What follows belongs to an exercise in optimizing a design on an open flow for small area, a short achievable clock period and few clock cycles per item; a production flow would make more cautious choices.
Function was checked by simulation only, so behaviour that the tests miss may differ from the original.

==> flow/design.v <==
module ime_sbox_top (
  input  wire [7:0]  a,
  output wire [11:0] m
);
  wire U0 = a[7], U1 = a[6], U2 = a[5], U3 = a[4], U4 = a[3], U5 = a[2], U6 = a[1], U7 = a[0];
  wire T1, T2, T3, T4, T5, T6, T7, T8, T9, T10, T11, T12;
  wire T13, T14, T15, T16, T17, T18, T19, T20, T21, T22, T23, T24;
  wire T25, T26, T27, M1, M2, M3, M4, M5, M6, M7, M8, M9;
  wire M10, M11, M12, M13, M14, M15, M16, M17, M18, M19, M20, M21;
  wire M22, M23, M24, M25, M26, M27, M28, M29, M30, M31, M32, M33;
  wire M34, M35, M36, M37, M38, M39, M40;
  assign T1 = U0 ^ U3;
  assign T2 = U0 ^ U5;
  assign T3 = U0 ^ U6;
  assign T4 = U3 ^ U5;
  assign T5 = U4 ^ U6;
  assign T6 = T1 ^ T5;
  assign T7 = U1 ^ U2;
  assign T8 = U7 ^ T6;
  assign T9 = U7 ^ T7;
  assign T10 = T6 ^ T7;
  assign T11 = U1 ^ U5;
  assign T12 = U2 ^ U5;
  assign T13 = T3 ^ T4;
  assign T14 = T6 ^ T11;
  assign T15 = T5 ^ T11;
  assign T16 = T5 ^ T12;
  assign T17 = T9 ^ T16;
  assign T18 = U3 ^ U7;
  assign T19 = T7 ^ T18;
  assign T20 = T1 ^ T19;
  assign T21 = U6 ^ U7;
  assign T22 = T7 ^ T21;
  assign T23 = T2 ^ T22;
  assign T24 = T2 ^ T10;
  assign T25 = T20 ^ T17;
  assign T26 = T3 ^ T16;
  assign T27 = T1 ^ T12;
  assign M1 = T13 & T6;
  assign M2 = T23 & T8;
  assign M3 = T14 ^ M1;
  assign M4 = T19 & U7;
  assign M5 = M4 ^ M1;
  assign M6 = T3 & T16;
  assign M7 = T22 & T9;
  assign M8 = T26 ^ M6;
  assign M9 = T20 & T17;
  assign M10 = M9 ^ M6;
  assign M11 = T1 & T15;
  assign M12 = T4 & T27;
  assign M13 = M12 ^ M11;
  assign M14 = T2 & T10;
  assign M15 = M14 ^ M11;
  assign M16 = M3 ^ M2;
  assign M17 = M5 ^ T24;
  assign M18 = M8 ^ M7;
  assign M19 = M10 ^ M15;
  assign M20 = M16 ^ M13;
  assign M21 = M17 ^ M15;
  assign M22 = M18 ^ M13;
  assign M23 = M19 ^ T25;
  assign M24 = M22 ^ M23;
  assign M25 = M22 & M20;
  assign M26 = M21 ^ M25;
  assign M27 = M20 ^ M21;
  assign M28 = M23 ^ M25;
  assign M29 = M28 & M27;
  assign M30 = M26 & M24;
  assign M31 = M20 & M23;
  assign M32 = M27 & M31;
  assign M33 = M27 ^ M25;
  assign M34 = M21 & M22;
  assign M35 = M24 & M34;
  assign M36 = M24 ^ M25;
  assign M37 = M21 ^ M29;
  assign M38 = M32 ^ M33;
  assign M39 = M23 ^ M30;
  assign M40 = M35 ^ M36;
  assign m = {M37, M38, M39, M40, T1, T2, T3, T6, T8, T9, T16, T20};
endmodule
module ime_sbox_bot (
  input  wire [11:0] m,
  output wire [7:0]  y
);
  wire M37, M38, M39, M40, T1, T2, T3, T6, T8, T9, T16, T20;
  assign {M37, M38, M39, M40, T1, T2, T3, T6, T8, T9, T16, T20} = m;
  wire T4, T10, T13, T27, T15, T17, T19, T22, T23, U7;
  assign T4 = T1 ^ T2;
  assign T10 = T8 ^ T9;
  assign T13 = T4 ^ T3;
  assign T27 = T6 ^ T16;
  assign T15 = T10 ^ T27;
  assign T17 = T9 ^ T16;
  assign T19 = T1 ^ T20;
  assign T22 = T3 ^ T20;
  assign T23 = T22 ^ T2;
  assign U7 = T6 ^ T8;
  wire M41, M42, M43, M44, M45, M46, M47, M48, M49, M50, M51, M52;
  wire M53, M54, M55, M56, M57, M58, M59, M60, M61, M62, M63, L0;
  wire L1, L2, L3, L4, L5, L6, L7, L8, L9, L10, L11, L12;
  wire L13, L14, L15, L16, L17, L18, L19, L20, L21, L22, L23, L24;
  wire L25, L26, L27, L28, L29, S0, S1, S2, S3, S4, S5, S6;
  wire S7;
  assign M41 = M38 ^ M40;
  assign M42 = M37 ^ M39;
  assign M43 = M37 ^ M38;
  assign M44 = M39 ^ M40;
  assign M45 = M42 ^ M41;
  assign M46 = M44 & T6;
  assign M47 = M40 & T8;
  assign M48 = M39 & U7;
  assign M49 = M43 & T16;
  assign M50 = M38 & T9;
  assign M51 = M37 & T17;
  assign M52 = M42 & T15;
  assign M53 = M45 & T27;
  assign M54 = M41 & T10;
  assign M55 = M44 & T13;
  assign M56 = M40 & T23;
  assign M57 = M39 & T19;
  assign M58 = M43 & T3;
  assign M59 = M38 & T22;
  assign M60 = M37 & T20;
  assign M61 = M42 & T1;
  assign M62 = M45 & T4;
  assign M63 = M41 & T2;
  assign L0 = M61 ^ M62;
  assign L1 = M50 ^ M56;
  assign L2 = M46 ^ M48;
  assign L3 = M47 ^ M55;
  assign L4 = M54 ^ M58;
  assign L5 = M49 ^ M61;
  assign L6 = M62 ^ L5;
  assign L7 = M46 ^ L3;
  assign L8 = M51 ^ M59;
  assign L9 = M52 ^ M53;
  assign L10 = M53 ^ L4;
  assign L11 = M60 ^ L2;
  assign L12 = M48 ^ M51;
  assign L13 = M50 ^ L0;
  assign L14 = M52 ^ M61;
  assign L15 = M55 ^ L1;
  assign L16 = M56 ^ L0;
  assign L17 = M57 ^ L1;
  assign L18 = M58 ^ L8;
  assign L19 = M63 ^ L4;
  assign L20 = L0 ^ L1;
  assign L21 = L1 ^ L7;
  assign L22 = L3 ^ L12;
  assign L23 = L18 ^ L2;
  assign L24 = L15 ^ L9;
  assign L25 = L6 ^ L10;
  assign L26 = L7 ^ L9;
  assign L27 = L8 ^ L10;
  assign L28 = L11 ^ L14;
  assign L29 = L11 ^ L17;
  assign S0 = L6 ^ L24;
  assign S1 = ~(L16 ^ L26);
  assign S2 = ~(L19 ^ L28);
  assign S3 = L6 ^ L21;
  assign S4 = L20 ^ L22;
  assign S5 = L25 ^ L29;
  assign S6 = ~(L13 ^ L27);
  assign S7 = ~(L6 ^ L23);
  assign y = {S0, S1, S2, S3, S4, S5, S6, S7};
endmodule
module ime_ks (
  input  wire         clk,
  input  wire         rst,          
  input  wire         key_we,
  input  wire [2:0]   key_idx,
  input  wire [31:0]  key_wdata,
  input  wire         req_valid,
  output wire         req_ready,
  input  wire [15:0]  req_epoch,
  input  wire [2:0]   req_port,
  input  wire [28:0]  req_line,
  output wire         ks_valid,
  input  wire         ks_ready,
  output wire [1:0]   ks_blk,
  output wire [127:0] ks_data
);
  localparam U  = 7;            
  localparam QN = 5;            
  localparam QA = 3;            
  localparam TW = QA + 4;       
  genvar g, u;
  integer i;
  reg [255:0] key;
  reg         kw_we;
  reg  [2:0]  kw_idx;
  reg  [31:0] kw_data;
  always @(posedge clk) begin
    kw_we   <= key_we;
    kw_idx  <= key_idx;
    kw_data <= key_wdata;
    if (kw_we)
      key[255 - 32*kw_idx -: 32] <= kw_data;
  end
  function [7:0] xtime(input [7:0] b);
    xtime = {b[6:0], 1'b0} ^ (b[7] ? 8'h1b : 8'h00);
  endfunction
  function [31:0] mixcol(input [31:0] c);
    reg [7:0] a0, a1, a2, a3;
    begin
      a0 = c[31:24]; a1 = c[23:16]; a2 = c[15:8]; a3 = c[7:0];
      mixcol[31:24] = xtime(a0) ^ (xtime(a1) ^ a1) ^ a2 ^ a3;
      mixcol[23:16] = a0 ^ xtime(a1) ^ (xtime(a2) ^ a2) ^ a3;
      mixcol[15:8]  = a0 ^ a1 ^ xtime(a2) ^ (xtime(a3) ^ a3);
      mixcol[7:0]   = (xtime(a0) ^ a0) ^ a1 ^ a2 ^ xtime(a3);
    end
  endfunction
  function [127:0] mixcolumns(input [127:0] s);
    mixcolumns = {mixcol(s[127:96]), mixcol(s[95:64]), mixcol(s[63:32]), mixcol(s[31:0])};
  endfunction
  function [127:0] shiftrows(input [127:0] s);
    integer k;
    begin
      for (k = 0; k < 16; k = k + 1)
        shiftrows[127 - 8*k -: 8] = s[127 - 8*(((k/4 + k%4) % 4)*4 + k%4) -: 8];
    end
  endfunction
  function [127:0] kstep(input [127:0] old, input [31:0] t);
    reg [31:0] w0, w1, w2, w3;
    begin
      w0 = old[127:96] ^ t;
      w1 = old[95:64]  ^ w0;
      w2 = old[63:32]  ^ w1;
      w3 = old[31:0]   ^ w2;
      kstep = {w0, w1, w2, w3};
    end
  endfunction
  function [QA:0] pinc(input [QA:0] p);
    pinc = (p == 2*QN - 1) ? {(QA+1){1'b0}} : p + 1'b1;
  endfunction
  function [QA-1:0] pidx(input [QA:0] p);
    pidx = (p >= QN) ? p - QN : p;
  endfunction
  reg  [4:0]    ph;                  
  reg  [QA:0]   hd, tl;              
  reg  [QA:0]   el;                  
  reg  [1:0]    eb;                  
  reg  [1:0]    nb;                  
  reg           ov;                  
  reg  [1:0]    ob;
  reg           rdy;
  reg  [47:0]   q [0:QN-1];          
  reg  [127:0]  e_odd, e_even;       
  reg  [47:0]   kmid;                
  reg  [127:0]  r0 [0:U-1];
  reg  [191:0]  r1 [0:U-1];
  reg  [TW-1:0] t0 [0:U-1];          
  reg  [TW-1:0] t1 [0:U-1];
  reg  [127:0]  outr;
  wire [127:0]  rk [0:U-1];          
  wire [31:0] ksin = ph[1] ? e_even[31:0] : {e_odd[23:0], e_odd[31:24]};
  wire [47:0] kmid_n;
  wire [31:0] ksub;
  generate
    for (g = 0; g < 4; g = g + 1) begin : g_ksbox
      ime_sbox_top u_kt (.a(ksin[31 - 8*g -: 8]), .m(kmid_n[47 - 12*g -: 12]));
      ime_sbox_bot u_kb (.m(kmid[47 - 12*g -: 12]), .y(ksub[31 - 8*g -: 8]));
    end
  endgenerate
  wire [7:0]   rcon   = 8'h01 << ph[4:2];
  wire [31:0]  kt     = ph[1] ? (ksub ^ {rcon, 24'h0}) : ksub;
  wire         first  = (ph[4:2] == 3'd0);
  always @(posedge clk) begin
    kmid <= kmid_n;
    if (ph[1:0] == 2'd0)
      e_odd <= first ? key[127:0] : kstep(e_odd, kt);
    if (ph[1:0] == 2'd2)
      e_even <= kstep(first ? key[255:128] : e_even, kt);
  end
  generate
    for (u = 0; u < U; u = u + 1) begin : g_ku
      reg [127:0] kr;
      reg         ld;
      integer j;
      always @(*) begin
        ld = 1'b0;
        for (j = u + 1; j <= 14; j = j + U)
          if (ph == 2*j - 1) ld = 1'b1;
      end
      always @(posedge clk) begin
        if (ld)
          kr <= ph[1] ? e_even : e_odd;
      end
      assign rk[u] = kr;
    end
  endgenerate
  wire [127:0] nxt [0:U-1];
  wire [127:0] srl;
  generate
    for (u = 0; u < U; u = u + 1) begin : g_unit
      wire [191:0] m;
      wire [127:0] sb;
      for (g = 0; g < 16; g = g + 1) begin : g_sbox
        ime_sbox_top u_t (.a(r0[u][127 - 8*g -: 8]), .m(m[191 - 12*g -: 12]));
        ime_sbox_bot u_b (.m(r1[u][191 - 12*g -: 12]), .y(sb[127 - 8*g -: 8]));
      end
      wire [127:0] sr = shiftrows(sb);
      if (u == U - 1) begin : g_last
        assign srl = sr;
      end
      if (U == 14 && u == U - 1) begin : g_nomc
        assign nxt[u] = 128'd0;
      end else begin : g_mc
        assign nxt[u] = (u == U - 1) ? mixcolumns(sr) : mixcolumns(sr) ^ rk[u];
      end
      always @(posedge clk) begin
        r1[u] <= m;
      end
    end
  endgenerate
  wire [127:0] fin = srl ^ rk[U-1];    
  wire          win    = (ph < 2*U);                  
  reg           busy;                                 
  always @(*) begin
    busy = 1'b0;
    for (i = 0; i < U; i = i + 1)
      busy = busy | t0[i][TW-1] | t1[i][TW-1];
  end
  wire          entry  = win && (ph == 5'd0 || busy) && (el != tl);
  wire [47:0]   qctr   = q[pidx(el)];
  wire [127:0]  newblk = {qctr ^ key[255:208], key[207:130], key[129:128] ^ eb};
  wire          kill   = rst || key_we || kw_we;
  wire [TW-1:0] xt     = t1[U-1];                    
  wire          exit_v = win && xt[TW-1];
  wire          ofree  = !ov || ks_ready;
  wire          match  = exit_v && (xt[TW-2:2] == hd) && (xt[1:0] == nb);
  wire          take   = match && ofree;
  wire          fail   = match && !ofree;
  wire          retire = take && (xt[1:0] == 2'd3);
  wire          acc    = req_valid && rdy;
  wire [QA:0]   hd_n   = retire ? pinc(hd) : hd;
  wire [QA:0]   tl_n   = acc ? pinc(tl) : tl;
  wire [QA:0]   cnt_n  = (tl_n >= hd) ? tl_n - hd : tl_n + 2*QN - hd;
  always @(posedge clk) begin
    r0[0] <= (nxt[U-1] & {128{~entry}}) ^ (entry ? newblk : rk[U-1]);
    for (i = 1; i < U; i = i + 1)
      r0[i] <= nxt[i-1];
    if (kill) begin
      for (i = 0; i < U; i = i + 1) begin
        t0[i] <= {TW{1'b0}};
        t1[i] <= {TW{1'b0}};
      end
    end else begin
      t0[0] <= entry ? {1'b1, el, eb} : (win ? {TW{1'b0}} : t1[U-1]);
      for (i = 1; i < U; i = i + 1)
        t0[i] <= t1[i-1];
      for (i = 0; i < U; i = i + 1)
        t1[i] <= t0[i];
    end
  end
  always @(posedge clk) begin
    if (acc)
      q[pidx(tl)] <= {req_epoch, req_port, req_line};
    if (take) begin
      outr <= fin;
      ob   <= xt[1:0];
    end
  end
  always @(posedge clk) begin
    if (rst) begin
      ph  <= 5'd0;
      hd  <= {(QA+1){1'b0}};
      tl  <= {(QA+1){1'b0}};
      el  <= {(QA+1){1'b0}};
      eb  <= 2'd0;
      nb  <= 2'd0;
      ov  <= 1'b0;
      rdy <= 1'b1;
    end else begin
      if (!busy && !entry)
        ph <= 5'd0;
      else
        ph <= (ph == 5'd27) ? 5'd0 : ph + 5'd1;
      if (fail) begin
        el <= hd;
        eb <= nb;
      end else if (entry) begin
        eb <= eb + 2'd1;
        if (eb == 2'd3)
          el <= pinc(el);
      end
      if (take) begin
        ov <= 1'b1;
        nb <= nb + 2'd1;
      end else if (ks_ready) begin
        ov <= 1'b0;
      end
      hd  <= hd_n;
      tl  <= tl_n;
      rdy <= (cnt_n != QN);
    end
  end
  assign req_ready = rdy;
  assign ks_valid  = ov;
  assign ks_blk    = ob;
  assign ks_data   = outr;
endmodule
==> flow/flow/run.sh <==
#!/bin/bash
# Own flow: the standard layout (standard.sh) with two changes:
#  - synthesis runs flow/my_synth.tcl: the standard synthesis script with
#    Yosys's default ABC mapping script in place of ORFS's speed script
#    (same flip-flops and register names);
#  - the detailed router gets more antenna repair iterations.
set -euo pipefail
W=$(pwd)
sed -e "s#SYNTH_SCRIPT=[^ ]*#SYNTH_SCRIPT=$W/flow/my_synth.tcl MAX_REPAIR_ANTENNAS_ITER_DRT=15#" standard.sh > own.sh
grep -q "SYNTH_SCRIPT=$W/flow/my_synth.tcl" own.sh
bash own.sh > layout.log 2>&1
==> flow/flow/my_synth.tcl <==
# The standard synthesis (synth_recipe.tcl, which runs ORFS's synth.tcl), with
# one change: the technology mapping uses Yosys's default ABC script (area
# oriented, with the clock period as delay target) instead of ORFS's speed
# script. Everything else, flip-flop mapping and register names included, is
# the standard synthesis.
proc abc {args} {
  set out {}
  set skip 0
  foreach a $args {
    if {$skip} { set skip 0; continue }
    if {$a eq "-script"} { set skip 1; continue }
    lappend out $a
  }
  yosys abc {*}$out
}
source [file join [file dirname [file normalize [info script]]] .. synth_recipe.tcl]
==> flow/standard.sh <==
#!/bin/bash
# synth_recipe.tcl (not shown) runs the flow's synth.tcl, then flattens the netlist and writes it again
# the make line also repeats each setting of config.mk as NAME=value (left out here)
make -C /OpenROAD-flow-scripts/flow DESIGN_CONFIG=/design/flow/config.mk WORK_HOME=/design/flow/orfs CLKGATE_MAP_FILE= SYNTH_SCRIPT=/design/flow/synth_recipe.tcl "${@:-finish}"
==> flow/config.mk <==
export PLATFORM = sky130hd
export DESIGN_NAME = ime_ks
export DESIGN_NICKNAME = ime_ks
export VERILOG_FILES = /design/flow/design.v
export SDC_FILE = /design/flow/constraint.sdc
export NUM_CORES = 8
export LEC_CHECK = 0
export ABC_CLOCK_PERIOD_IN_PS = 3400
export CAP_MARGIN = 20
export CORE_MARGIN = 2
export CORE_UTILIZATION = 55
export SETUP_SLACK_MARGIN = 4.6
export SLEW_MARGIN = 80
==> flow/constraint.sdc <==
create_clock -name core_clock -period 8.0 [get_ports {clk}]
set_input_delay 1.6000 -clock core_clock [delete_from_list [all_inputs] [get_ports {clk}]]
set_output_delay 1.6000 -clock core_clock [all_outputs]
set_load 0.01 [all_outputs]
==> metrics.yaml, run 1 <==
slowest_stage: "dfxtp_4"
synth_area_leaders: "xnor2_1 (29%), edfxtp_1 (20%), dfxtp_1 (18%), xor2_1 (18%), nand2_1 (4.1%)"
routed_via_density: 5.534
synth-simple-area-share_pct: 7.420
crit_type: "reg -> reg"
path_max_fanout: 8
cts_buffers: 462
critical_path_depth: 20
rows: 257
drc: 0
grt-ovfl-total: 0
instances_no_fill: 38110
skew_ns: 0.1207
ctsHoldBuffers: 0
cp-end-kind: "flip-flop"
syn_area_per_cell_um2: 10.17
finalSetupViolations: 0
grt_pass1_wl_mm: 1418
synth_xor_area_share_pct: 47.43
yosysSeqAreaShare_pct: 37.88
htreeDepth: 5
grt_util_met1_pct: 51.30
grtUsageMet3_pct: 10.28
core_mm2: 0.4897
final_util_pct: 81.47
top_usage_layer: "met2"
synthCells: 26570
r2r_start: "ph[1]$_SDFF_PP0_"
synth_seq_cells: 4223
multi_input_area_mm2: 0.2352
drive_above_1_share_pct: 39.37
final_cell_area_mm2: 0.3990
final_cell_mix: "xnor2_1 (4723), xnor2_2 (3494), xor2_1 (2964)"
cts.sinks: 4223
dp_hpwl_mm: 818.0
grt_pass1_vias: 202200
hold_violations: 0
rsz0062_at_grt: "true"
drt_wl_total_mm: 1064
path_cells: "buf_12, buf_12, buf_12, buf_12, buf_12, buf_12, buf_16, buf_16, mux2i_4, xnor2_2, buf_4, xor2_4, xnor2_1, ha_1, xnor2_2, xnor2_2, buf_4, xnor2_4, a211oi_2, a211oi_1"
hold_class: "reg -> reg"
syn_to_final_growth_pct: 47.67
synth_edf_count: 1778
maxSlewViolCount: 0
rr_worst_depth: 20
worstMarginPinSlew_ns: 0.8192
met2_usage_pct: 58.11
rr_endpoint: "kmid[23]$_DFF_P_"
io_buffers: 219
crit_end: "kmid[23]$_DFF_P_"
dieArea_mm2: 0.4969
yosys-mux-area-fraction_pct: 1.277
syn_nets: 26920
slowest_delay_ns: 0.37
mappedNetlistArea_mm2: 0.2702
boundaryPins: 220
num_vias: 210900
crit_required_ns: 9.00
status: "no timing/DRC/antenna violations"
start_util_pct: 55.17
cpLargestDelayFamily: "buffers and inverters"
crit_buf_inv: 10
ant_nets: 0
drt-pass1-iter-count: 8
synth_top_area_share_pct: 28.65
synth_top_family_by_area: "XOR/XNOR gates"
dp.cells: 36270
avgRoutedWirePerCell_um: 27.93
seq_area_mm2: 0.1042
timing.critical_path.mode_cell: "buf_12"
antenna_found_initial: 232
critPathLaunch: "ph[1]$_SDFF_PP0_"
clockBufferDepth: 4
cap_violations: 0
grtUsageTotal_pct: 39.59
synthAdderAreaFrac_pct: 1.208
die_w_um: 704.9
placed_area_mm2: 0.3470
num-fill-cells: 27530
tritoncts: "yes"
first_iter_violations: 22290
synthArstFlopShare_pct: 0
ys.flop_type: "dfxtp_1"
relSlewSlack_pct: 45.00
fin_tns_setup_ns: 0
layout_commonest_cell: "xnor2_1"
worstPathArrival_ns: 4.88
fp.dieH_um: 704.9
globalplace.congestion: 0.9914
clkLatencyLatePin_ns: 1.13
grt_max_degree: 67
clk_pin_slew_ns: 0.07
r2r_slack_ns: 4.12
max_freq_ghz: 0.2577
start_kind: "flip-flop"
root_buffer: "clkbuf_16"
synth_top_area_cell: "xnor2_1"
synth_compound_area_share_pct: 3.542
fin_crit_ns: 3.880
final_nets: 31220
ys.warnings.count: 9
finalCritPeriodShare_pct: 48.50
post_synth_num_cell_types: 60
==> how the worst min path moves through the flow <==
stage / slack, ns / start / end / cells after the start
floorplan: 0.41 / t1[0][0]$_SDFF_PP0_ / t0[1][0]$_SDFF_PP0_ / 1
global placement: 0.41 / t1[4][4]$_SDFF_PP0_ / t0[5][4]$_SDFF_PP0_ / 1
detailed placement: 0.41 / t0[3][4]$_SDFF_PP0_ / t1[3][4]$_SDFF_PP0_ / 1
CTS: 0.43 / t0[4][3]$_SDFF_PP0_ / t1[4][3]$_SDFF_PP0_ / 1
global route: 0.44 / t1[5][3]$_SDFF_PP0_ / t0[6][3]$_SDFF_PP0_ / 1
finish: 0.42 / t1[3][1]$_SDFF_PP0_ / t0[4][1]$_SDFF_PP0_ / 1
==> worst reg2reg max path: stages (launching register included) <==
cell and delay [ns]:
dfxtp_4 0.37, buf_12 0.13, buf_12 0.12, buf_12 0.11, buf_12 0.12, buf_12 0.12
buf_12 0.13, buf_16 0.14, buf_16 0.15, mux2i_4 0.20, xnor2_2 0.20, buf_4 0.18
xor2_4 0.23, xnor2_1 0.12, ha_1 0.36, xnor2_2 0.18, xnor2_2 0.15, buf_4 0.16
xnor2_4 0.28, a211oi_2 0.10, a211oi_1 0.22
==> timing repair <==
| item | CTS | global route |
|---|---|---|
| gates resized for setup | 972 | 1166 |
| buffers inserted | 169 | 280 |
| pin swaps | 201 | 442 |
| cloned | 3 | 2 |
| setup endpoints to repair | 428 | 590 |
==> cells in the mapped netlist (31+ instances only) <==
library cell,instances
xnor2_1,8837
xor2_1,5449
nand2_1,2980
dfxtp_1,2445
edfxtp_1,1778
nor2_1,980
a21oi_1,650
o21ai_0,553
inv_1,548
clkbuf_1,323
and2_1,294
ha_1,256
mux2i_1,195
mux2_2,133
nor2b_1,126
xnor3_1,99
a22o_1,96
a211oi_1,87
a32o_1,80
nand3_1,79
nand2b_1,76
or2_2,76
o22ai_1,69
a31oi_1,56
nand4_1,53
nor3_1,41
nor3b_1,31
==> stage by stage <==
step | setup slack, ns | hold WS [ns]
floorplan | 3.122 | 0.4057
global placement | 3.628 | 0.4102
detailed placement | 3.465 | 0.4111
CTS | 4.323 | 0.4253
global route | 4.037 | 0.4365
finish | 4.120 | 0.4245
==> cells by family after synthesis <==
family                     count (synthesis)
xor gates and xnor gates               14420
muxes                                    328
buffers and inverters                    894
adders and majority gates                259
and+or+nand+nor                         4795
DFF                                     4223
AOI/OAI and AO/OA                       1650
==> per-layer routing <==
| metal | vias up | part of all wire [%] |
|---|---|---|
| li1 | 92090 | - |
| met1 | 103900 | 37 |
| met2 | 11690 | 44 |
| met3 | 3212 | 11 |
| met4 | 28 | 8.6 |
| met5 | - | 0.052 |
==> flip-flops by register name, indices dropped and copies added, names as in the netlist, 4 cells and up <==
name and count:
tl 4, kw_data 32, el 4, ph 5
outr 128, q 240, kmid 48, g_ku.kr 896
r0 896, e_odd 128, hd 4, r1 1344
t0 49, key 256, e_even 128, t1 49
==> area by class of cell <==
type	instances	area share, %
multi-input combinational	21450	58.96
sequential	4223	26.12
timing repair buffer	4185	8.159
clock buffer	611	3.276
tap	6475	2.031
clock inverter	265	0.7119
inverter	549	0.5178
antenna	351	0.2202
Testbench counts, summed over its fixed seeds: cycles 3,232, items 384.
==> inputs of run 2 (changes only) <==
--- a/flow/config.mk
+++ b/flow/config.mk
@@ -10,4 +10,4 @@
 export CORE_MARGIN = 2
 export CORE_UTILIZATION = 55
 export SETUP_SLACK_MARGIN = 4.6
-export SLEW_MARGIN = 80
+export SLEW_MARGIN = 20
==> metrics.yaml, run 2 <==
boundaryPins: 220  # unchanged
final_cell_mix: "xnor2_1 (8053), xor2_1 (5103), nand2_1 (2969)"
maxSlewViolCount: 0  # unchanged
grt_pass1_vias: 179300  # -11%
met2_usage_pct: 54.28  # -3.8 points
routed_via_density: 5.482  # -0.95%
relSlewSlack_pct: 10.83  # -34 points
rows: 257  # unchanged
fin_crit_ns: 3.971  # +0.09126 ns
crit_buf_inv: 1  # -9
synth_top_area_cell: "xnor2_1"
clk_pin_slew_ns: 0.06  # about the same
syn_to_final_growth_pct: 15.91
layout_commonest_cell: "xnor2_1"
ys_top_cells_by_count: "xnor2_1 (8837), xor2_1 (5449), nand2_1 (2980), dfxtp_1 (2445), edfxtp_1 (1778)"
drt_wl_total_mm: 963.1  # -9.5%
critical_path_depth: 1  # -95%
cpLargestDelayFamily: "flip-flops"
root_buffer: "clkbuf_16"
final_util_pct: 63.95  # -18 points
largestRegisters: "r1: 1344 flops, g_ku.kr: 896 flops, r0: 896 flops"
dp_hpwl_mm: 716.1  # -12%
largest_register_ffs: 1344  # unchanged
synthArstFlopShare_pct: 0  # unchanged
rr_endpoint: "e_odd[2]$_DFFE_PN_"
ant_nets: 0  # unchanged
r2r_slack_ns: 4.53  # +0.41 ns
skew_ns: 0.1255  # +0.004847 ns
syn_nets: 26920  # unchanged
antenna_found_initial: 180  # -22%
hold_class: "reg -> reg"
final_cell_area_mm2: 0.3132  # -22%
slowest_delay_ns: 1.01  # +0.64 ns
status: "no timing/DRC/antenna violations"
finalSetupViolations: 0  # unchanged
htreeDepth: 5  # unchanged
drive_above_1_share_pct: 10.85  # -29 points
first_iter_violations: 21240  # -4.7%
synthCells: 26570  # unchanged
tritoncts: "yes"
post_synth_num_cell_types: 60  # unchanged
top_register: "r1"
cts_buffers: 463  # +0.22%
fp.dieH_um: 704.9  # unchanged
synth_edf_count: 1778  # unchanged
mappedNetlistArea_mm2: 0.2702  # unchanged
crit_type: "reg -> out"
cp-end-kind: "primary output"
hp-start: "t0[4][3]$_SDFF_PP0_"
globalplace.congestion: 0.9914  # unchanged
worstMarginPinSlew_ns: 1.338  # +0.5184 ns
finalCritPeriodShare_pct: 49.64  # +1.1 points
worstPathArrival_ns: 2.37  # -2.51 ns
grtUsageMet3_pct: 9.393  # -0.89 points
avgRoutedWirePerCell_um: 27.58  # -1.2%
start_kind: "flip-flop"
max_freq_ghz: 0.2518  # -2.3%
grt_pass1_wl_mm: 1321  # -6.9%
io_buffers: 219  # unchanged
num_vias: 191400  # -9.2%
min_delay_path_depth: 1  # unchanged
ctsHoldBuffers: 0  # unchanged
synth_top_area_share_pct: 28.65  # unchanged
cap_violations: 0  # unchanged
post-synth-top-count-cell: "xnor2_1"
ys.flop_type: "dfxtp_1"
placed_area_mm2: 0.2821  # -19%
clkLatencyLatePin_ns: 1.12  # about the same
slowest_stage: "edfxtp_1"
clockBufferDepth: 4  # unchanged
grt-ovfl-total: 0  # unchanged
drc: 0  # unchanged
final_nets: 27880  # -11%
num-fill-cells: 40380  # +47%
cts.sinks: 4223  # unchanged
grt_util_met1_pct: 48.90  # -2.4 points
dieArea_mm2: 0.4969  # unchanged
grt_max_degree: 129  # +93%
start_util_pct: 55.17  # unchanged
synth_seq_cells: 4223  # unchanged
rsz0062_at_grt: "true"
syn_area_per_cell_um2: 10.17  # unchanged
fin_tns_setup_ns: 0  # unchanged
hold_violations: 0  # unchanged
drt-pass1-iter-count: 6  # -2
rr_worst_depth: 14  # -30%
crit_required_ns: 6.40  # -2.60 ns
ys.warnings.count: 9  # unchanged
core_mm2: 0.4897  # unchanged
top_usage_layer: "met2"
die_w_um: 704.9  # unchanged
critPathLaunch: "outr[18]$_DFFE_PP_"
grtUsageTotal_pct: 37.19  # -2.4 points
synth_area_leaders: "xnor2_1 (29%), edfxtp_1 (20%), dfxtp_1 (18%), xor2_1 (18%), nand2_1 (4.1%)"
whs_endpoint: "t1[4][3]$_SDFF_PP0_"
path_max_fanout: 12  # +4
path_cells: "buf_2"
r2r_start: "kmid[11]$_DFF_P_"
yosysSeqAreaShare_pct: 37.88  # unchanged
[run 2: cell count changes in the layout (fill, tap and decap cells not counted), moves of 307 or more]
cell / delta
xor2_1: +2139
buf_2: -1023
dfxtp_2: -702
clkbuf_2: -307
xor2_4: -797
buf_1: -1063
xor2_2: -1342
dfxtp_1: +933
xnor2_1: +3330
xnor2_2: -2803
xnor2_4: -527
[run 2: what timing repair did]
| action | CTS | global route |
|---|---|---|
| resized for setup | 1062 | 854 |
| setup buffers | 116 | 227 |
| cloned | 7 | 2 |
| setup endpoints to repair | 1543 | 960 |
| pin swaps | 80 | 160 |
[run 2: how the worst max path moves through the flow]
stage                                      to
final                             ks_data[18]
after global routing              ks_data[28]
after CTS                         ks_data[25]
after detailed placement  t0[4][0]$_SDFF_PP0_
after global placement    t1[6][4]$_SDFF_PP0_
after floorplan            hd[3]$_SDFFE_PP0P_
[run 2: layout make-up]
cell class / instances / area, um^2 / area share [%]
Antenna cell: 498 / 1246 / 0.3979
Clock buffer: 625 / 13300 / 4.247
Clock inverter: 250 / 2937 / 0.9377
Inverter: 549 / 2061 / 0.6580
Multi-Input combinational cell: 21460 / 175600 / 56.07
Sequential cell: 4223 / 102500 / 32.72
Tap cell: 6475 / 8102 / 2.587
Timing Repair Buffer: 843 / 7450 / 2.379
[run 2: cells by family (layout without fill, tap and decap cells)]
logic type | after synthesis | count (layout) | synth area share, %
flip-flops | 4223 | 4223 | 37.88
AND/OR/NAND/NOR | 4795 | 4798 | 7.420
adder cells (fa/ha/maj) | 259 | 259 | 1.208
XOR/XNOR | 14420 | 14420 | 47.43
AO/OA/AOI/OAI | 1650 | 1650 | 3.542
other | 0 | 498 | 0
buffers and inverters | 894 | 2267 | 1.243
multiplexers | 328 | 328 | 1.277
[run 2: worst reg2reg max path: cells and delay by family (launching register included)]
kind / cells / cell delay [ns]
flops: 1 / 0.40
buf+inv: 3 / 0.54
simple gates: 1 / 0.15
compound gates: 1 / 0.08
xor+xnor: 9 / 2.02
[run 2: stage by stage]
step | std cells | setup slack, ns | hold WS (ns)
2_1_floorplan | 26570 | 3.122 | 0.4057
3_3_place_gp | 33190 | 3.628 | 0.4102
3_5_place_dp | 33190 | 3.593 | 0.4107
4_1_cts | 34190 | 4.196 | 0.4234
5_1_grt | 34600 | 4.090 | 0.4353
6_report | 34920 | 4.029 | 0.4220
[run 2: per-layer routing]
metal / share of wire (%) / wire, um
met1: 40 / 382200
met2: 43 / 415000
met3: 11 / 102800
met4: 6.5 / 62470
met5: 0.058 / 555
==> inputs of run 3 (changes only) <==
--- a/flow/design.v
+++ b/flow/design.v
@@ -187,15 +187,16 @@
   genvar g, u;
   integer i;
   reg [255:0] key;
-  reg         kw_we;
-  reg  [2:0]  kw_idx;
+  reg  [7:0]  kw_en;               
   reg  [31:0] kw_data;
+  wire        kw_we = |kw_en;
+  integer     kwi;
   always @(posedge clk) begin
-    kw_we   <= key_we;
-    kw_idx  <= key_idx;
+    kw_en   <= key_we ? (8'h80 >> key_idx) : 8'h00;
     kw_data <= key_wdata;
-    if (kw_we)
-      key[255 - 32*kw_idx -: 32] <= kw_data;
+    for (kwi = 0; kwi < 8; kwi = kwi + 1)
+      if (kw_en[7-kwi])
+        key[255 - 32*kwi -: 32] <= kw_data;
   end
   function [7:0] xtime(input [7:0] b);
     xtime = {b[6:0], 1'b0} ^ (b[7] ? 8'h1b : 8'h00);
@@ -221,13 +222,13 @@
     end
   endfunction
   function [127:0] kstep(input [127:0] old, input [31:0] t);
-    reg [31:0] w0, w1, w2, w3;
+    reg [31:0] p0, p1, p2, p3;
     begin
-      w0 = old[127:96] ^ t;
-      w1 = old[95:64]  ^ w0;
-      w2 = old[63:32]  ^ w1;
-      w3 = old[31:0]   ^ w2;
-      kstep = {w0, w1, w2, w3};
+      p0 = old[127:96];
+      p1 = p0 ^ old[95:64];
+      p2 = p1 ^ old[63:32];
+      p3 = p2 ^ old[31:0];
+      kstep = {p0 ^ t, p1 ^ t, p2 ^ t, p3 ^ t};
     end
   endfunction
   function [QA:0] pinc(input [QA:0] p);
--- a/flow/config.mk
+++ b/flow/config.mk
@@ -10,4 +10,4 @@
 export CORE_MARGIN = 2
 export CORE_UTILIZATION = 55
 export SETUP_SLACK_MARGIN = 4.6
-export SLEW_MARGIN = 20
+export SLEW_MARGIN = 45
==> metrics.yaml, run 3 <==
status: "no timing/DRC/antenna violations"
dieArea_mm2: 0.4915  # -1.1%
drive_above_1_share_pct: 10.55  # -0.30 points
fin_crit_ns: 3.637  # -0.3342 ns
finalSetupViolations: 0  # unchanged
skew_ns: 0.1240  # -0.001480 ns
r2r_start: "r1[6][72]$_DFF_P_"
ys.flop_type: "dfxtp_1"
slowest_stage: "edfxtp_1"
final_cell_area_mm2: 0.3094  # -1.2%
max_freq_ghz: 0.2749  # +9.2%
synthArstFlopShare_pct: 0  # unchanged
synth_top_area_share_pct: 29.08  # +0.43 points
maxSlewViolCount: 0  # unchanged
antenna_found_initial: 170  # -5.6%
grt_pass1_wl_mm: 1265  # -4.2%
path_cells: "buf_2"
grt-ovfl-total: 0  # unchanged
largestRegisters: "r1: 1344 flops, g_ku.kr: 896 flops, r0: 896 flops"
syn_area_per_cell_um2: 10.28  # +1.1%
grt_pass1_vias: 173900  # -3.0%
num_vias: 185200  # -3.3%
hold_class: "reg -> reg"
seq_area_mm2: 0.1025  # about the same
routed_via_density: 5.392  # -1.6%
num-fill-cells: 39760  # -1.6%
fp.dieH_um: 701.1  # -0.54%
crit_buf_inv: 1  # unchanged
drt_wl_total_mm: 920.0  # -4.5%
yosysSeqAreaShare_pct: 38.32  # +0.44 points
crit_end: "ks_data[35]"
tritoncts: "yes"
whs_ns: 0.4052  # -0.01685 ns
start_kind: "flip-flop"
crit_type: "reg -> out"
top_register: "r1"
mappedNetlistArea_mm2: 0.2673  # -1.1%
io_buffers: 219  # unchanged
avgRoutedWirePerCell_um: 26.79  # -2.9%
cp-end-kind: "primary output"
globalplace.congestion: 0.9992  # +0.79%
ys_top_cells_by_count: "xnor2_1 (8872), xor2_1 (5441), nand2_1 (2746), dfxtp_1 (2449), edfxtp_1 (1778)"
post_synth_num_cell_types: 58  # -3.3%
crit_required_ns: 6.40  # about the same
placed_area_mm2: 0.2819  # about the same
critPathLaunch: "outr[35]$_DFFE_PP_"
worstPathArrival_ns: 2.04  # -0.33 ns
drt-pass1-iter-count: 6  # unchanged
rr_worst_depth: 9  # -5
syn_to_final_growth_pct: 15.79
post-synth-top-count-cell: "xnor2_1"
core_mm2: 0.4849  # -0.98%
rr_endpoint: "r0[0][80]$_DFF_P_"
grtUsageTotal_pct: 36.06  # -1.1 points
layout_commonest_cell: "xnor2_1"
cts.sinks: 4227  # +0.095%
synth_edf_count: 1778  # unchanged
dp_hpwl_mm: 696.2  # -2.8%
synth_top_area_cell: "xnor2_1"
first_iter_violations: 20010  # -5.8%
synth_area_leaders: "xnor2_1 (29%), edfxtp_1 (20%), dfxtp_1 (18%), xor2_1 (18%), nand2_1 (3.9%)"
htreeDepth: 5  # unchanged
finalCritPeriodShare_pct: 45.47  # -4.2 points
rows: 256  # -0.39%
path_max_fanout: 1  # -11
cts_buffers: 461  # -0.43%
root_buffer: "clkbuf_16"
boundaryPins: 220  # unchanged
synthCells: 26010  # -2.1%
clkLatencyLatePin_ns: 1.12  # about the same
ys.warnings.count: 9  # unchanged
final_nets: 27340  # -1.9%
rsz0062_at_grt: "true"
die_w_um: 701.1  # -0.54%
r2r_slack_ns: 4.51  # -0.02 ns
critical_path_depth: 1  # unchanged
syn_nets: 26350  # -2.1%
worstMarginPinSlew_ns: 0.9307  # -0.4069 ns
start_util_pct: 55.11  # -0.059 points
drc: 0  # unchanged
clk_pin_slew_ns: 0.06  # about the same
grt_max_degree: 129  # unchanged
cap_violations: 0  # unchanged
cpLargestDelayFamily: "flip-flops"
hold_violations: 0  # unchanged
final_cell_mix: "xnor2_1 (8124), xor2_1 (5149), nand2_1 (2740)"
multi_input_area_mm2: 0.1723  # -1.9%
relSlewSlack_pct: 37.96  # +27 points
fin_tns_setup_ns: 0  # unchanged
largest_register_ffs: 1344  # unchanged
synth_seq_cells: 4227  # +0.095%
ant_nets: 0  # unchanged
clockBufferDepth: 4  # unchanged
slowest_delay_ns: 0.73  # -0.28 ns
-- run 3: cell families (layout without fill, tap and decap cells) --
kind of cell               Yosys count  in the layout  share of synthesized area, %
and+or+nand+nor                   4527           4527                         7.081
DFF                               4227           4227                         38.32
AOI/OAI and AO/OA                 1419           1419                         2.952
muxes                              346            346                         1.360
adders and majority gates          255            255                         1.202
other                                0            476                             0
xor gates and xnor gates         14440          14440                         47.97
buffers and inverters              793           2201                         1.115
-- run 3: worst min path at each step --
stage,cells past startpoint,end,slack [ns],start
floorplan,1,t0[1][0]$_SDFF_PP0_,0.41,t1[0][0]$_SDFF_PP0_
global placement,1,t0[1][4]$_SDFF_PP0_,0.41,t1[0][4]$_SDFF_PP0_
detailed placement,1,t0[5][3]$_SDFF_PP0_,0.41,t1[4][3]$_SDFF_PP0_
CTS,1,t0[6][2]$_SDFF_PP0_,0.42,t1[5][2]$_SDFF_PP0_
global route,1,t0[6][2]$_SDFF_PP0_,0.43,t1[5][2]$_SDFF_PP0_
finish,2,e_odd[36]$_DFFE_PN_,0.41,key[36]$_DFFE_PP_
-- run 3: per-layer routing --
layer	vias up	part of all wire [%]	global-route usage [%]	routed length (um)
met1	89380	40	48.03	371800
met2	8801	44	53.65	403500
met4	20	5.7	21.68	52810
li1	85130	-	-	-
met5	-	0.026	0	241
met3	1831	10	7.939	91680
-- run 3: cell type report --
class,count,area share [%]
multi-input combinational,20990,55.69
sequential,4227,33.13
clock buffer,596,4.256
tap,6450,2.608
timing repair buffer,796,2.368
clock inverter,280,0.9227
inverter,529,0.6441
antenna,476,0.3849
-- run 3: timing repair --
| action | 4_1_cts | 5_1_grt |
|---|---|---|
| pin swaps | 63 | 151 |
| buffers inserted | 77 | 203 |
| hold buffers | 0 | 0 |
| cloned | 4 | 5 |
| setup endpoints to repair | 587 | 664 |
| resized for setup | 836 | 622 |
-- run 3: through the flow --
stage | setup WS, ns | utilization, % | std cells
global route | 4.362 | 63.64 | 34010
global placement | 2.432 | 57.59 | 32680
finish | 4.363 | 63.81 | 34340
detailed placement | 3.600 | 58.12 | 32700
floorplan | 1.564 | - | 26010
CTS | 4.336 | 62.23 | 33650
-- run 3: worst reg2reg max path, delay by kind of cell (launching register included) --
| family | cells | cell delay (ns) |
|---|---|---|
| AO/OA/AOI/OAI | 2 | 0.88 |
| XOR/XNOR | 6 | 1.75 |
| flip-flops | 1 | 0.46 |
| AND/OR/NAND/NOR | 1 | 0.22 |
Testbench counts of run 3, summed over its fixed seeds: cycles 3,232, items 384.
==> inputs of run 4 (changes only) <==
--- a/flow/config.mk
+++ b/flow/config.mk
@@ -10,4 +10,4 @@
 export CORE_MARGIN = 2
 export CORE_UTILIZATION = 55
 export SETUP_SLACK_MARGIN = 4.6
-export SLEW_MARGIN = 45
+export SLEW_MARGIN = 60
==> metrics.yaml, run 4 <==
io_buffers: 219  # unchanged
instances_no_fill: 34480  # +0.40%
crit_buf_inv: 1  # unchanged
rr_worst_depth: 10  # +1
synthArstFlopShare_pct: 0  # unchanged
relSlewSlack_pct: 52.35  # +14 points
grt-ovfl-total: 0  # unchanged
skew_ns: 0.1281  # +0.004060 ns
synth_top_area_share_pct: 29.08  # unchanged
syn_nets: 26350  # unchanged
ys.flop_type: "dfxtp_1"
dieArea_mm2: 0.4915  # unchanged
multi_input_area_mm2: 0.1755  # +1.8%
hold_class: "reg -> reg"
dp.cells: 32790  # +0.29%
first_iter_violations: 18900  # -5.6%
grtUsageTotal_pct: 36.20  # +0.14 points
synth_seq_cells: 4227  # unchanged
whs_endpoint: "r0[6][83]$_DFF_P_"
core_mm2: 0.4849  # unchanged
synth_top_area_cell: "xnor2_1"
fin_crit_ns: 3.685  # +0.04784 ns
clkLatencyLatePin_ns: 1.12  # about the same
htreeDepth: 5  # unchanged
tritoncts: "yes"
hp-start: "g_ku[5].kr[83]$_DFFE_PP_"
final_cell_mix: "xnor2_1 (7805), xor2_1 (5112), nand2_1 (2738)"
cts.sinks: 4227  # unchanged
routed_via_density: 5.392  # about the same
finalCritPeriodShare_pct: 46.06  # +0.60 points
maxSlewViolCount: 0  # unchanged
fin_tns_setup_ns: 0  # unchanged
start_util_pct: 55.11  # unchanged
mappedNetlistArea_mm2: 0.2673  # unchanged
post-synth-top-count-cell: "xnor2_1"
clk_pin_slew_ns: 0.06  # about the same
yosysSeqAreaShare_pct: 38.32  # unchanged
cts_buffers: 464  # +0.65%
boundaryPins: 220  # unchanged
path_cells: "buf_2"
synthCells: 26010  # unchanged
cp-end-kind: "primary output"
post_synth_num_cell_types: 58  # unchanged
seq_area_mm2: 0.1026  # about the same
die_w_um: 701.1  # unchanged
clockBufferDepth: 4  # unchanged
drt-pass1-iter-count: 5  # -1
start_kind: "flip-flop"
crit_required_ns: 6.40  # about the same
grt_pass1_vias: 174800  # +0.50%
min_delay_path_depth: 1  # -1
rsz0062_at_grt: "true"
status: "no timing/DRC/antenna violations"
largest_register_ffs: 1344  # unchanged
fp.dieH_um: 701.1  # unchanged
dp_hpwl_mm: 701.3  # +0.74%
num-fill-cells: 39190  # -1.4%
r2r_slack_ns: 4.54  # +0.03 ns
ant_nets: 0  # unchanged
final_nets: 27450  # +0.37%
max_freq_ghz: 0.2714  # -1.3%
grt_max_degree: 70  # -46%
layout_commonest_cell: "xnor2_1"
top_register: "r1"
placed_area_mm2: 0.2877  # +2.1%
slowest_stage: "edfxtp_1"
grt_pass1_wl_mm: 1270  # +0.41%
drc: 0  # unchanged
cap_violations: 0  # unchanged
ys.warnings.count: 9  # unchanged
crit_type: "reg -> out"
synth_area_leaders: "xnor2_1 (29%), edfxtp_1 (20%), dfxtp_1 (18%), xor2_1 (18%), nand2_1 (3.9%)"
finalSetupViolations: 0  # unchanged
root_buffer: "clkbuf_16"
globalplace.congestion: 0.9992  # unchanged
r2r_start: "r1[6][189]$_DFF_P_"
rows: 256  # unchanged
drt_wl_total_mm: 924.0  # +0.43%
largestRegisters: "r1: 1344 flops, g_ku.kr: 896 flops, r0: 896 flops"
worstPathArrival_ns: 2.09  # +0.05 ns
cpLargestDelayFamily: "flip-flops"
worstMarginPinSlew_ns: 0.7096  # -0.2210 ns
avgRoutedWirePerCell_um: 26.80  # about the same
antenna_found_initial: 176  # +3.5%
syn_area_per_cell_um2: 10.28  # unchanged
rr_endpoint: "r0[0][118]$_DFF_P_"
syn_to_final_growth_pct: 17.48
final_cell_area_mm2: 0.3140  # +1.5%
path_max_fanout: 1  # unchanged
hold_violations: 0  # unchanged
synth_edf_count: 1778  # unchanged
drive_above_1_share_pct: 12.30  # +1.8 points
slowest_delay_ns: 0.78  # +0.05 ns
ys_top_cells_by_count: "xnor2_1 (8872), xor2_1 (5441), nand2_1 (2746), dfxtp_1 (2449), edfxtp_1 (1778)"
num_vias: 185900  # +0.41%
-- run 4: cell counts after synthesis --
Identical to the previous run, type by type.
-- run 4: final cells by class --
class | count | share of cell area [%]
Multi-Input combinational cell | 20990 | 55.89
Sequential cell | 4227 | 32.67
Clock buffer | 613 | 4.213
Timing Repair Buffer | 894 | 2.713
Tap cell | 6450 | 2.570
Clock inverter | 267 | 0.8982
Inverter | 529 | 0.6360
Antenna cell | 511 | 0.4073
-- run 4: what timing repair did --
item,in CTS,in global routing
cloned,5,9
gates resized for setup,690,467
setup buffers,92,187
pin swaps,71,133
endpoints found under the setup margin,487,449
hold buffers,0,0
-- run 4: per-stage QoR --
stage               utilization [%]  hold slack (ns)  worst slack [ns]
CTS                           63.22           0.4235             4.327
global placement              57.59           0.4070             2.432
global route                  64.55           0.4321             4.365
floorplan                         -           0.4057             1.564
detailed placement            59.33           0.4114             3.732
finish                        64.74           0.4184             4.315
-- run 4: layer usage --
metal  share of wire, %  global-route usage [%]  vias up
li1                   -                       -    85330
met1                 40                   48.36    89560
met2                 43                   53.67     9057
met3                 10                   7.802     1953
met4                6.2                   22.13       12
met5              0.019                       0        -
-- run 4: worst max path at each step --
stage,startpoint,endpoint,slack [ns],cells after the start
4_1_cts,outr[57]$_DFFE_PP_,ks_data[57],4.33,1
6_report,outr[57]$_DFFE_PP_,ks_data[57],4.31,1
3_3_place_gp,r1[6][117]$_DFF_P_,r0[0][17]$_DFF_P_,2.43,10
3_5_place_dp,req_valid,rdy$_SDFF_PP1_,3.73,12
2_1_floorplan,ks_ready,nb[1]$_SDFFE_PP0P_,1.56,5
5_1_grt,outr[57]$_DFFE_PP_,ks_data[57],4.37,1
-- run 4: kinds of logic after synthesis --
logic type                 after synthesis  share of synthesized area (%)
adders and majority gates              255                          1.202
muxes                                  346                          1.360
xor gates and xnor gates             14440                          47.97
and+or+nand+nor                       4527                          7.081
AOI/OAI and AO/OA                     1419                          2.952
buffers and inverters                  793                          1.115
DFF                                   4227                          38.32
==> inputs of run 5 (changes only) <==
==> flow/flow/run.sh (replaced) <==
#!/bin/bash
# Own flow: the standard layout (standard.sh) with three changes:
#  - synthesis runs flow/my_synth.tcl: the standard synthesis script with
#    Yosys's default ABC mapping script in place of ORFS's speed script
#    (same flip-flops and register names);
#  - after global placement, flow/near_pins.tcl moves the registers that
#    drive output ports next to those ports (ORFS's PRE_RESIZE hook);
#  - the detailed router gets more antenna repair iterations.
set -euo pipefail
W=$(pwd)
export PRE_RESIZE_TCL=$W/flow/near_pins.tcl
sed -e "s#SYNTH_SCRIPT=[^ ]*#SYNTH_SCRIPT=$W/flow/my_synth.tcl MAX_REPAIR_ANTENNAS_ITER_DRT=15#" standard.sh > own.sh
grep -q "SYNTH_SCRIPT=$W/flow/my_synth.tcl" own.sh
bash own.sh > layout.log 2>&1
==> flow/flow/near_pins.tcl (new file) <==
# PRE_RESIZE hook (after global placement, before the first repair_design):
# put each flip-flop whose output drives only an output port's buffer on the
# spot of that buffer, next to the pin; detailed placement later legalizes it.
# These registers' paths to the outputs have the least slack, and the global
# placer leaves them near the logic that feeds them instead.
set block [ord::get_db_block]
set moved 0
foreach inst [$block getInsts] {
  if {![[$inst getMaster] isSequential]} continue
  set q [$inst findITerm Q]
  if {$q eq "NULL" || $q eq ""} continue
  set net [$q getNet]
  if {$net eq "NULL" || $net eq ""} continue
  set iterms [$net getITerms]
  if {[llength $iterms] != 2} continue
  foreach it $iterms {
    set other [$it getInst]
    if {[$other getName] eq [$inst getName]} continue
    if {![string match output* [$other getName]]} continue
    lassign [$other getLocation] x y
    $inst setLocation $x $y
    incr moved
  }
}
puts "near_pins: moved $moved flip-flops next to their output buffers"
--- a/flow/config.mk
+++ b/flow/config.mk
@@ -8,6 +8,8 @@
 export ABC_CLOCK_PERIOD_IN_PS = 3400
 export CAP_MARGIN = 20
 export CORE_MARGIN = 2
-export CORE_UTILIZATION = 55
+export CORE_UTILIZATION = 50
+export CTS_CLUSTER_DIAMETER = 80
+export CTS_CLUSTER_SIZE = 20
 export SETUP_SLACK_MARGIN = 4.6
-export SLEW_MARGIN = 60
+export SLEW_MARGIN = 45
==> metrics.yaml, run 5 <==
synth_edf_count: 1778  # unchanged
first_iter_violations: 18950  # +0.28%
drc: 0  # unchanged
die_w_um: 735.1  # +4.9%
synth_seq_cells: 4227  # unchanged
io_buffers: 219  # unchanged
crit_type: "reg -> reg"
relSlewSlack_pct: 36.63  # -16 points
finalSetupViolations: 0  # unchanged
final_nets: 27190  # -0.94%
synthCells: 26010  # unchanged
num-fill-cells: 46160  # +18%
crit_buf_inv: 1  # unchanged
globalplace.congestion: 0.9751  # -2.4%
yosysSeqAreaShare_pct: 38.32  # unchanged
final_cell_area_mm2: 0.3046  # -3.0%
critical_path_depth: 12  # +11
wl_met1_mm: 379.4  # +2.6%
path_max_fanout: 5  # +4
rows: 268  # +4.7%
syn_to_final_growth_pct: 13.97
rr_worst_depth: 12  # +2
mappedNetlistArea_mm2: 0.2673  # unchanged
htreeDepth: 5  # unchanged
path_cells: "xor2_2, xor2_1, nor2b_1, o21ai_0, xor2_1, xnor2_1, xnor2_1, buf_4, xnor2_2, xnor2_1, xnor2_2, o21ai_0"
clockBufferDepth: 4  # unchanged
final_cell_mix: "xnor2_1 (8029), xor2_1 (5148), nand2_1 (2740)"
crit_required_ns: 8.92  # +2.52 ns
hold_class: "reg -> reg"
drt-pass1-iter-count: 5  # unchanged
status: "no timing/DRC/antenna violations"
synth_top_area_share_pct: 29.08  # unchanged
ys.warnings.count: 9  # unchanged
max_freq_ghz: 0.2901  # +6.9%
post_synth_num_cell_types: 58  # unchanged
hold_violations: 0  # unchanged
grt_pass1_wl_mm: 1269  # about the same
wl_met3_mm: 83.56  # -12%
grtUsageTotal_pct: 32.87  # -3.3 points
worstPathArrival_ns: 4.37  # +2.28 ns
finalCritPeriodShare_pct: 43.09  # -3.0 points
root_buffer: "clkbuf_16"
grt-ovfl-total: 0  # unchanged
antenna_found_initial: 177  # +0.57%
ys.flop_type: "dfxtp_1"
start_kind: "flip-flop"
seq_area_mm2: 0.1025  # about the same
routed_via_density: 5.253  # -2.6%
ant_nets: 0  # unchanged
cts.sinks: 4227  # unchanged
clkLatencyLatePin_ns: 1.07  # -0.05 ns
cts_buffers: 303  # -35%
syn_nets: 26350  # unchanged
fp.dieH_um: 735.1  # +4.9%
skew_ns: 0.1115  # -0.01657 ns
drt_wl_total_mm: 921.2  # -0.30%
syn_area_per_cell_um2: 10.28  # unchanged
synthArstFlopShare_pct: 0  # unchanged
layout_commonest_cell: "xnor2_1"
dp_hpwl_mm: 704.1  # +0.40%
slowest_stage: "o21ai_0"
multi_input_area_mm2: 0.1727  # -1.6%
r2r_slack_ns: 4.55  # about the same
cp-end-kind: "flip-flop"
drive_above_1_share_pct: 9.638  # -2.7 points
core_mm2: 0.5325  # +9.8%
crit_end: "r0[0][118]$_DFF_P_"
clk_pin_slew_ns: 0.08  # +0.02 ns
rsz0062_at_grt: "true"
post-synth-top-count-cell: "xnor2_1"
num_vias: 181500  # -2.4%
boundaryPins: 220  # unchanged
synth_top_area_cell: "xnor2_1"
ys_top_cells_by_count: "xnor2_1 (8872), xor2_1 (5441), nand2_1 (2746), dfxtp_1 (2449), edfxtp_1 (1778)"
largest_register_ffs: 1344  # unchanged
cap_violations: 0  # unchanged
met2_length_mm: 406.6  # +1.2%
tritoncts: "yes"
rr_endpoint: "r0[0][118]$_DFF_P_"
grt_pass1_vias: 172600  # -1.3%
critPathLaunch: "r1[6][9]$_DFF_P_"
fin_tns_setup_ns: 0  # unchanged
largestRegisters: "r1: 1344 flops, g_ku.kr: 896 flops, r0: 896 flops"
timing.critical_path.mode_cell: "xnor2_1"
dieArea_mm2: 0.5404  # +9.9%
avgRoutedWirePerCell_um: 26.66  # -0.51%
worstMarginPinSlew_ns: 0.9474  # +0.2377 ns
placed_area_mm2: 0.2826  # -1.8%
slowest_delay_ns: 0.47  # -0.31 ns
fin_crit_ns: 3.447  # -0.2381 ns
top_layer: "met5"
cpLargestDelayFamily: "XOR/XNOR gates"
synth_area_leaders: "xnor2_1 (29%), edfxtp_1 (20%), dfxtp_1 (18%), xor2_1 (18%), nand2_1 (3.9%)"
grt_max_degree: 128  # +83%
r2r_start: "r1[6][9]$_DFF_P_"
start_util_pct: 50.19  # -4.9 points
top_register: "r1"
maxSlewViolCount: 0  # unchanged
run 5: cell counts after synthesis:
Identical to the previous run, type by type.
run 5: cell families (layout without fill, tap and decap cells):
logic type	count (synthesis)	count (layout)	share of synthesized area, %
and+or+nand+nor	4527	4527	7.081
muxes	346	346	1.360
AOI/OAI and AO/OA	1419	1419	2.952
xor gates and xnor gates	14440	14440	47.97
buffers and inverters	793	1887	1.115
DFF	4227	4227	38.32
other	0	429	0
adders and majority gates	255	255	1.202
run 5: through the flow:
stage / worst slack [ns] / utilization [%] / instances / hold slack (ns)
5_1_grt: 4.459 / 57.05 / 34230 / 0.4359
3_3_place_gp: 2.152 / 52.56 / 33250 / 0.4086
4_1_cts: 4.457 / 55.74 / 33900 / 0.4305
2_1_floorplan: 1.564 / - / 26010 / 0.4057
6_report: 4.553 / 57.20 / 34550 / 0.4261
3_5_place_dp: 3.565 / 53.06 / 33260 / 0.4120
run 5: what timing repair did:
item	4_1_cts	5_1_grt
resized for setup	626	654
hold buffers	0	0
gates cloned	1	2
setup endpoints to repair	810	767
buffers inserted	79	211
pin swaps	51	148
run 5: worst min path at each step:
| stage | startpoint | endpoint | slack (ns) | cells past startpoint |
|---|---|---|---|---|
| 3_3_place_gp | t0[6][1]$_SDFF_PP0_ | t1[6][1]$_SDFF_PP0_ | 0.41 | 1 |
| 6_report | t0[5][1]$_SDFF_PP0_ | t1[5][1]$_SDFF_PP0_ | 0.43 | 1 |
| 3_5_place_dp | t1[1][4]$_SDFF_PP0_ | t0[2][4]$_SDFF_PP0_ | 0.41 | 1 |
| 4_1_cts | t0[5][1]$_SDFF_PP0_ | t1[5][1]$_SDFF_PP0_ | 0.43 | 1 |
| 5_1_grt | t0[3][2]$_SDFF_PP0_ | t1[3][2]$_SDFF_PP0_ | 0.44 | 1 |
| 2_1_floorplan | t1[0][0]$_SDFF_PP0_ | t0[1][0]$_SDFF_PP0_ | 0.41 | 1 |
run 5: final cells by class:
type	instances	share of cell area, %
Sequential cell	4227	33.67
Multi-Input combinational cell	20990	56.71
Clock buffer	406	2.732
Timing Repair Buffer	796	2.340
Tap cell	7020	2.884
Antenna cell	429	0.3524
Inverter	529	0.6544
Clock inverter	156	0.6585
run 5: metal layers:
layer,global-route usage [%],up-vias
met2,49.35,7634
met1,44.59,87830
li1,-,84590
met3,5.735,1416
met5,0,-
met4,19.05,18
==> inputs of run 6 (changes only) <==
--- a/flow/config.mk
+++ b/flow/config.mk
@@ -8,8 +8,6 @@
 export ABC_CLOCK_PERIOD_IN_PS = 3400
 export CAP_MARGIN = 20
 export CORE_MARGIN = 2
-export CORE_UTILIZATION = 50
-export CTS_CLUSTER_DIAMETER = 80
-export CTS_CLUSTER_SIZE = 20
+export CORE_UTILIZATION = 55
 export SETUP_SLACK_MARGIN = 4.6
 export SLEW_MARGIN = 45
==> metrics.yaml, run 6 <==
tritoncts: "yes"
ctsHoldBuffers: 0  # unchanged
syn_area_per_cell_um2: 10.28  # unchanged
finalSetupViolations: 0  # unchanged
hp-start: "t1[4][3]$_SDFF_PP0_"
max_freq_ghz: 0.2890  # -0.37%
status: "no timing/DRC/antenna violations"
crit_required_ns: 8.88  # -0.04 ns
post-synth-top-count-cell: "xnor2_1"
clockBufferDepth: 4  # unchanged
ys.flop_type: "dfxtp_1"
routed_via_density: 5.384  # +2.5%
htreeDepth: 5  # unchanged
clkLatencyLatePin_ns: 1.12  # +0.05 ns
yosysSeqAreaShare_pct: 38.32  # unchanged
rows: 256  # -4.5%
grt-ovfl-total: 0  # unchanged
grt_pass1_vias: 173800  # +0.73%
drc: 0  # unchanged
root_buffer: "clkbuf_16"
boundaryPins: 220  # unchanged
rr_worst_depth: 12  # unchanged
die_w_um: 701.1  # -4.6%
num_vias: 185100  # +2.0%
antenna_found_initial: 168  # -5.1%
synthArstFlopShare_pct: 0  # unchanged
synth_area_leaders: "xnor2_1 (29%), edfxtp_1 (20%), dfxtp_1 (18%), xor2_1 (18%), nand2_1 (3.9%)"
cap_violations: 0  # unchanged
worstPathArrival_ns: 4.34  # -0.03 ns
mappedNetlistArea_mm2: 0.2673  # unchanged
rsz0062_at_grt: "true"
synth_edf_count: 1778  # unchanged
crit_type: "reg -> reg"
largestRegisters: "r1: 1344 flops, g_ku.kr: 896 flops, r0: 896 flops"
avgRoutedWirePerCell_um: 26.81  # +0.55%
syn_to_final_growth_pct: 16.10
grt_max_degree: 129  # +0.78%
path_max_fanout: 4  # -1
synthCells: 26010  # unchanged
relSlewSlack_pct: 37.85  # +1.2 points
r2r_start: "r1[6][141]$_DFF_P_"
drive_above_1_share_pct: 10.58  # +0.95 points
grtUsageTotal_pct: 36.10  # +3.2 points
ant_nets: 0  # unchanged
final_cell_mix: "xnor2_1 (8111), xor2_1 (5148), nand2_1 (2739)"
syn_nets: 26350  # unchanged
synth_top_area_share_pct: 29.08  # unchanged
largest_register_ffs: 1344  # unchanged
min_delay_path_depth: 1  # unchanged
synth_seq_cells: 4227  # unchanged
clk_pin_slew_ns: 0.07  # about the same
globalplace.congestion: 0.9992  # +2.5%
io_buffers: 219  # unchanged
first_iter_violations: 19360  # +2.2%
finalCritPeriodShare_pct: 43.25  # +0.16 points
rr_endpoint: "r0[0][73]$_DFF_P_"
cp-end-kind: "flip-flop"
post_synth_num_cell_types: 58  # unchanged
whs_endpoint: "t0[5][3]$_SDFF_PP0_"
maxSlewViolCount: 0  # unchanged
start_util_pct: 55.11  # +4.9 points
dieArea_mm2: 0.4915  # -9.0%
final_nets: 27360  # +0.63%
fin_crit_ns: 3.460  # +0.01285 ns
hold_class: "reg -> reg"
fin_tns_setup_ns: 0  # unchanged
drt_wl_total_mm: 922.0  # about the same
hold_violations: 0  # unchanged
cts.sinks: 4227  # unchanged
start_kind: "flip-flop"
skew_ns: 0.1236  # +0.01207 ns
top_register: "r1"
ys_top_cells_by_count: "xnor2_1 (8872), xor2_1 (5441), nand2_1 (2746), dfxtp_1 (2449), edfxtp_1 (1778)"
grt_pass1_wl_mm: 1266  # -0.27%
drt-pass1-iter-count: 8  # +3
fp.dieH_um: 701.1  # -4.6%
worstMarginPinSlew_ns: 0.9322  # -0.01516 ns
ys.warnings.count: 9  # unchanged
dp_hpwl_mm: 697.8  # -0.91%
synth_top_area_cell: "xnor2_1"
cts_buffers: 465  # +53%
r2r_slack_ns: 4.54  # about the same
layout_commonest_cell: "xnor2_1"
core_mm2: 0.4849  # -8.9%
[run 6: changes by cell type in the layout (fill, tap and decap cells not counted), sizes merged]
| cell | delta |
|---|---|
| buf | +37 |
| bufbuf | +3 |
| bufinv | +34 |
| clkbuf | +224 |
| clkdlybuf4s15 | +57 |
| clkinv | +70 |
| clkinvlp | +25 |
| diode | +82 |
| dlygate4sd2 | -88 |
| inv | -33 |
[run 6: kinds of logic (layout without fill, tap and decap cells)]
family / count (synthesis) / count (layout) / synth area share (%)
compound gates: 1419 / 1419 / 2.952
xor+xnor: 14440 / 14440 / 47.97
buf+inv: 793 / 2216 / 1.115
mux: 346 / 346 / 1.360
simple gates: 4527 / 4527 / 7.081
fa+ha+maj: 255 / 255 / 1.202
flops: 4227 / 4227 / 38.32
other cells: 0 / 511 / 0
[run 6: routing by layer]
metal / up-vias / wire length [um] / global-route usage [%]
met1: 89590 / 373100 / 47.94
met5: - / 238 / 0.3725
met4: 14 / 55850 / 21.14
met3: 1775 / 90960 / 8.070
met2: 8575 / 401800 / 53.99
li1: 85200 / - / -
[run 6: metrics by stage]
step / hold slack, ns / instances / setup slack [ns] / cell area [um^2] / utilization (%)
3_5_place_dp: 0.4114 / 32700 / 3.583 / 282000 / 58.14
5_1_grt: 0.4289 / 34050 / 4.473 / 309400 / 63.81
2_1_floorplan: 0.4057 / 26010 / 1.564 / 267500 / -
3_3_place_gp: 0.4070 / 32680 / 2.432 / 279300 / 57.59
4_1_cts: 0.4234 / 33660 / 4.505 / 302400 / 62.36
6_report: 0.4206 / 34390 / 4.540 / 310300 / 63.98
[run 6: how the worst max path moves through the flow]
stage / slack, ns / cells after the start / endpoint / from
5_1_grt: 4.47 / 11 / r0[6][75]$_DFF_P_ / r1[5][153]$_DFF_P_
2_1_floorplan: 1.56 / 5 / nb[1]$_SDFFE_PP0P_ / ks_ready
6_report: 4.54 / 12 / r0[0][73]$_DFF_P_ / r1[6][141]$_DFF_P_
4_1_cts: 4.50 / 10 / r0[1][39]$_DFF_P_ / r1[0][95]$_DFF_P_
3_5_place_dp: 3.58 / 11 / rdy$_SDFF_PP1_ / req_valid
3_3_place_gp: 2.43 / 10 / r0[0][17]$_DFF_P_ / r1[6][117]$_DFF_P_
[run 6: final cells by class]
type,instances,area (um^2)
antenna,511,1279
clock buffer,630,13650
clock inverter,252,2859
fill,39680,174700
inverter,529,1993
multi-input combinational,20990,172400
sequential,4227,102500
tap,6450,8070
timing repair buffer,805,7491
[run 6: critical path: stages (launching register included)]
cell and delay (ns):
dfxtp_2 0.38, xor2_2 0.24, xor2_2 0.22, nand2_2 0.12, xor2_4 0.28, buf_4 0.17
xor2_1 0.19, xor3_2 0.38, xor2_4 0.20, xor2_1 0.20, xnor2_2 0.45, o21ai_0 0.15
buf_4 0.23
[run 6: timing repair]
item / 4_1_cts / 5_1_grt
gates cloned: 4 / 4
gates resized for setup: 786 / 634
buffers inserted: 76 / 211
endpoints found under the setup margin: 592 / 653
hold endpoints to repair: 0 / 0
pin swaps: 66 / 156

==> re-timing with driven ports <==
No port has a modelled driver above. Below, the same layouts with a new extraction and two added sets of constraints. Step 1 sets driving cells, clkbuf_16 on the clock port and buf_2 on the other inputs (assumed; they add their load-dependent delay and slew). Step 2 moves the port delays by t, midway between the first and last clock arrival at a register: inputs arrive t later, outputs are due t later. That takes back most of the time a late clock gives input paths. Slacks: ideal ports / drivers / drivers and shift; pairs: ideal ports / drivers.
| run | t, ns | slack for setup (ns) | hold slack, ns | worst setup path after step 2 | pins driven straight from the clock port |
|---|---|---|---|---|---|
| run 1 | 1.208 | 4.120 / 4.120 / 3.806 | 0.425 / 0.425 / 0.425 | input to register | 1 |
| run 2 | 1.185 | 4.029 / 3.896 / 3.784 | 0.422 / 0.422 / 0.422 | input to register | 1 |
| run 3 | 1.177 | 4.363 / 4.242 / 3.753 | 0.405 / 0.405 / 0.405 | input to register | 1 |
| run 4 | 1.190 | 4.315 / 4.177 / 3.760 | 0.418 / 0.418 / 0.418 | input to register | 1 |
| run 5 | 1.130 | 4.553 / 4.519 / 3.781 | 0.426 / 0.426 / 0.426 | input to register | 1 |
| run 6 | 1.179 | 4.540 / 4.526 / 3.721 | 0.421 / 0.421 / 0.421 | input to register | 1 |
After both steps setup and hold are still met in every run listed. The setup slack of run 6, which loses most, moves by -0.014 ns with the drivers and by -0.819 ns with both steps.
